Source: an optimization exercise on an open RTL-to-GDS flow (aim: small area, a short achievable clock period and few clock cycles per item). Production flows keep margins and buffers that such runs may drop. RTL that was checked went through simulation tests only; none was proved equivalent to the original.

==> 11-11 <==
Design aes256_enc, start of the top module:
module aes256_enc (
    input  wire         clk,
    input  wire         rst,
    input  wire         in_valid,
    output wire         in_ready,
    input  wire [255:0] in_key,
    input  wire [127:0] in_block,
    output wire         out_valid,
    output wire [127:0] out_block
);
  localparam HW = 12;         
  localparam KW = 9;          
  reg [127:0]     a_state, c_state;
  reg [255:0]     a_key,   c_key;
  reg             a_valid, c_valid;
  reg  [2:0]      a_pass,  c_pass;
  reg             a_last,  c_last;
  reg [16*HW-1:0] b_h,     d_h;
  reg [4*KW-1:0]  b_kh,    d_kh;
  reg [255:0]     b_key,   d_key;
  reg             b_valid, d_valid;
  reg  [2:0]      b_pass,  d_pass;
  reg             b_last,  d_last;
  reg [127:0]     out_q;
  reg             out_valid_q;
  reg             in_ready_q;    
  reg             load_q;        
  reg             load_nq;       
  wire [16*HW-1:0] ah, ch;
  wire [4*KW-1:0]  akh, ckh;
  genvar i;
  generate
    for (i = 0; i < 16; i = i + 1) begin : g_s1
      aes_sbox_p1d u_a (.u(a_state[127-8*i -: 8]), .h(ah[16*HW-1-HW*i -: HW]));
      aes_sbox_p1d u_c (.u(c_state[127-8*i -: 8]), .h(ch[16*HW-1-HW*i -: HW]));
    end
    for (i = 0; i < 4; i = i + 1) begin : g_k1
      aes_sbox_p1k u_a (.u(a_key[31-8*i -: 8]), .h(akh[4*KW-1-KW*i -: KW]));
  ...
export LEC_CHECK = 0
export CAP_MARGIN = 20
export CELL_PAD_IN_SITES_DETAIL_PLACEMENT = 1
export CELL_PAD_IN_SITES_GLOBAL_PLACEMENT = 1
export CORE_MARGIN = 2
export CORE_UTILIZATION = 45
export CTS_BUF_LIST = sky130_fd_sc_hd__clkbuf_16
export CTS_CLUSTER_DIAMETER = 120
export CTS_CLUSTER_SIZE = 24
export GPL_ROUTABILITY_DRIVEN = 0
export PLACE_DENSITY = 0.55
export SETUP_SLACK_MARGIN = 5
export SLEW_MARGIN = 20
export SYNTH_HIERARCHICAL = 1
export SYNTH_MINIMUM_KEEP_SIZE = 0
create_clock -name core_clock -period 9.0 [get_ports {clk}]
standard.sh (not shown) runs the stock make flow with config.mk's settings and CLKGATE_MAP_FILE= SYNTH_SCRIPT=/design/flow/synth_recipe.tcl, a recipe that flattens the netlist after the stock synthesis.
==> flow/flow/run.sh <==
#!/bin/bash
set -euo pipefail
args=""
while IFS= read -r line; do
  [[ -z "$line" || "$line" == \#* ]] && continue
  args="$args '$line'"
done < flow/extra.txt
grep -q 'SETUP_SLACK_MARGIN=' standard.sh || true
sed "s/SETUP_SLACK_MARGIN=[-0-9.]* //; s|\"\${@:-finish}\"|$args \"\${@:-finish}\"|" standard.sh > standard_extra.sh
bash standard_extra.sh > flow.log 2>&1
==> flow/flow/extra.txt <==
SETUP_SLACK_MARGIN=5.75
BUFFER_PORTS_ARGS=-buffer_cell sky130_fd_sc_hd__buf_1
==> inputs of 03-10, as changes to 11-11 <==
==> flow/flow/extra.txt (replaced) <==
SETUP_SLACK_MARGIN=5.45
BUFFER_PORTS_ARGS=-buffer_cell sky130_fd_sc_hd__buf_1
==> inputs of 12-12, as changes to 11-11 <==
--- a/flow/config.mk
+++ b/flow/config.mk
@@ -11,8 +11,8 @@
 export CORE_MARGIN = 2
 export CORE_UTILIZATION = 45
 export CTS_BUF_LIST = sky130_fd_sc_hd__clkbuf_16
-export CTS_CLUSTER_DIAMETER = 120
-export CTS_CLUSTER_SIZE = 24
+export CTS_CLUSTER_DIAMETER = 150
+export CTS_CLUSTER_SIZE = 30
 export GPL_ROUTABILITY_DRIVEN = 0
 export PLACE_DENSITY = 0.55
 export SETUP_SLACK_MARGIN = 5
==> flow_metrics.env <==
export IMPL_status="complete, no violations"
export IMPL_skew_ns=0.02808
export IMPL_regArea_sq_um=37980
export IMPL_multi_input_area_share_pct=58.08
export IMPL_setup_ws_ns=5.744
export IMPL_max_freq_mhz=307.2
export IMPL_cts_resized=510
export IMPL_antenna_found_initial=47
export IMPL_met1_usage_pct=37.67
That was 11-11.
==> flow_metrics.env <==
export IMPL_cts_resized=97
export IMPL_setup_ws_ns=5.416
export IMPL_multi_input_area_share_pct=57.31
export IMPL_regArea_sq_um=37820
export IMPL_skew_ns=0.03233
export IMPL_status="complete, no violations"
export IMPL_max_freq_mhz=279.0
That was 03-10.
==> flow_metrics.env <==
export IMPL_cts_resized=525
export IMPL_regArea_sq_um=37990
export IMPL_skew_ns=0.04492
export IMPL_antenna_found_initial=50
export IMPL_status="complete, no violations"
export IMPL_setup_ws_ns=5.638
export IMPL_multi_input_area_share_pct=58.38
export IMPL_max_freq_mhz=297.5
That was 12-12.
Testbench counts of 11-11, summed over its fixed seeds: cycles 7,208, blocks 1,024.
Testbench counts of 03-10, summed over its fixed seeds: cycles 7,208, blocks 1,024.
Testbench counts of 12-12, summed over its fixed seeds: cycles 7,208, blocks 1,024.

========
==> 06-20 <==
aes256_enc, a different RTL version from the one above (not shown whole).
==> module aes_key_step, before the edit <==
module aes_key_step #(parameter ODD = 1) (
    input  wire [255:0] window,
    input  wire [31:0]  sub,
    input  wire [7:0]   rcon,
    output wire [255:0] next_window
);
  wire [31:0] temp;
  wire [31:0] w0, w1, w2, w3;
  wire [31:0] x0r, x01r;
  generate
    if (ODD) begin : g_odd
      assign temp = {sub[23:0], sub[31:24]};
      vec_xor #(8) u_x0r (.a(window[255:248]), .b(rcon), .y(x0r[31:24]));
      assign x0r[23:0] = window[247:224];
    end else begin : g_even
      assign temp = sub;
      assign x0r  = window[255:224];
    end
  endgenerate
  vec_xor #(32) u_x01r (.a(x0r), .b(window[223:192]), .y(x01r));
  vec_xor #(32) u_w0 (.a(x0r),  .b(temp), .y(w0));
  vec_xor #(32) u_w1 (.a(x01r), .b(temp), .y(w1));
  vec_xor #(32) u_w2 (.a(window[191:160]), .b(w1), .y(w2));
  vec_xor #(32) u_w3 (.a(window[159:128]), .b(w2), .y(w3));
  assign next_window = {window[127:0], w0, w1, w2, w3};
endmodule
export LEC_CHECK = 0
export CAP_MARGIN = 20
export CELL_PAD_IN_SITES_DETAIL_PLACEMENT = 1
export CELL_PAD_IN_SITES_GLOBAL_PLACEMENT = 1
export CORE_MARGIN = 2
export CORE_UTILIZATION = 45
export CTS_BUF_LIST = sky130_fd_sc_hd__clkbuf_16
export CTS_CLUSTER_DIAMETER = 120
export CTS_CLUSTER_SIZE = 24
export GPL_ROUTABILITY_DRIVEN = 0
export PLACE_DENSITY = 0.55
export SETUP_SLACK_MARGIN = 5
export SLEW_MARGIN = 20
export SYNTH_HIERARCHICAL = 1
export SYNTH_MINIMUM_KEEP_SIZE = 0
create_clock -name core_clock -period 9.0 [get_ports {clk}]
==> flow/flow/extra.txt <==
SETUP_SLACK_MARGIN=5.6
BUFFER_PORTS_ARGS=-buffer_cell sky130_fd_sc_hd__buf_1
Scripts as last shown in full above: flow/flow/run.sh
==> 03-19 (differences from 06-20) <==
--- a/flow/design.v
+++ b/flow/design.v
@@ -390,5 +390,5 @@
   wire [31:0] temp;
   wire [31:0] w0, w1, w2, w3;
-  wire [31:0] x0r, x01r;
+  wire [31:0] x0r, x01r, x23;
   generate
     if (ODD) begin : g_odd
@@ -402,8 +402,9 @@
   endgenerate
   vec_xor #(32) u_x01r (.a(x0r), .b(window[223:192]), .y(x01r));
+  vec_xor #(32) u_x23  (.a(window[191:160]), .b(window[159:128]), .y(x23));
   vec_xor #(32) u_w0 (.a(x0r),  .b(temp), .y(w0));
   vec_xor #(32) u_w1 (.a(x01r), .b(temp), .y(w1));
   vec_xor #(32) u_w2 (.a(window[191:160]), .b(w1), .y(w2));
-  vec_xor #(32) u_w3 (.a(window[159:128]), .b(w2), .y(w3));
+  vec_xor #(32) u_w3 (.a(x23),  .b(w1), .y(w3));
   assign next_window = {window[127:0], w0, w1, w2, w3};
 endmodule
- GPL_ROUTABILITY_DRIVEN: 0 -> default
==> 07-09 (differences from 06-20) <==
--- a/flow/design.v
+++ b/flow/design.v
@@ -390,5 +390,5 @@
   wire [31:0] temp;
   wire [31:0] w0, w1, w2, w3;
-  wire [31:0] x0r, x01r;
+  wire [31:0] x0r, x01r, x23;
   generate
     if (ODD) begin : g_odd
@@ -402,8 +402,9 @@
   endgenerate
   vec_xor #(32) u_x01r (.a(x0r), .b(window[223:192]), .y(x01r));
+  vec_xor #(32) u_x23  (.a(window[191:160]), .b(window[159:128]), .y(x23));
   vec_xor #(32) u_w0 (.a(x0r),  .b(temp), .y(w0));
   vec_xor #(32) u_w1 (.a(x01r), .b(temp), .y(w1));
   vec_xor #(32) u_w2 (.a(window[191:160]), .b(w1), .y(w2));
-  vec_xor #(32) u_w3 (.a(window[159:128]), .b(w2), .y(w3));
+  vec_xor #(32) u_w3 (.a(x23),  .b(w1), .y(w3));
   assign next_window = {window[127:0], w0, w1, w2, w3};
 endmodule
- CTS_BUF_LIST: sky130_fd_sc_hd__clkbuf_16 -> sky130_fd_sc_hd__clkbuf_8
- CTS_CLUSTER_DIAMETER: 120 -> default
- CTS_CLUSTER_SIZE: 24 -> default
- GPL_ROUTABILITY_DRIVEN: 0 -> default
==> 06-07 (differences from 06-20) <==
==> flow/flow/extra.txt (replaced) <==
SETUP_SLACK_MARGIN=5.75
BUFFER_PORTS_ARGS=-buffer_cell sky130_fd_sc_hd__buf_1
==> summary of the runs <==
Maximum frequency, lowest first: 07-09, 03-19, 06-20, 06-07. Worst setup slack: 06-07 > 06-20 > 03-19 > 07-09. Critical path depth is the same in 06-20 and 06-07. Cell area: 06-07 > 07-09 > 06-20 > 03-19. In 06-20 the worst hold slack is better than in 07-09, by 0.062 ns. Between 06-07 and 03-19, the lower non-clock buffer count is in 03-19 (gap 233). In sequential cell count, 06-20 and 03-19 do not differ. In 03-19 the via count is smaller than in 06-20, by about 1.2%.
Testbench counts of 03-19, summed over its fixed seeds: cycles 7,208, blocks 1,024.
Testbench counts of 07-09, summed over its fixed seeds: cycles 7,208, blocks 1,024.
Function not checked in 06-20 and 06-07: the RTL went through the layout flow alone.

-- what the ideal ports hide --
Ports are ideal in the flow. The routed layouts listed here were re-timed in OpenROAD.
Step 1, drivers: a clkbuf_16 drives clk and a buf_2 each remaining input, both assumed.
Step 2, shift: input delay + t, output delay - t, t = (earliest + latest rising clock arrival at the registers) / 2. This alone moves slack from input paths to output paths.
Slacks: ideal ports / drivers / drivers and shift; pairs: ideal ports / drivers.
| run | t, ns | setup WS [ns] | pins driven straight from the clock port |
|---|---|---|---|
| 11-11 | 0.873 | 5.744 / 5.707 / 5.420 | 1 |
| 03-10 | 0.871 | 5.416 / 5.402 / 5.370 | 1 |
| 12-12 | 0.858 | 5.638 / 5.638 / 5.463 | 1 |
| 06-20 | 0.881 | 5.595 / 5.595 / 5.595 | 1 |
| 03-19 | 0.879 | 5.554 / 5.554 / 5.531 | 1 |
| 07-09 | 1.108 | 5.524 / 5.496 / 5.524 | 1 |
| 06-07 | 0.881 | 5.700 / 5.689 / 5.561 | 1 |
After both steps every run listed still meets setup and hold. For 11-11, which loses most, drivers alone change the setup slack by -0.037 ns; drivers and shift together by -0.324 ns.
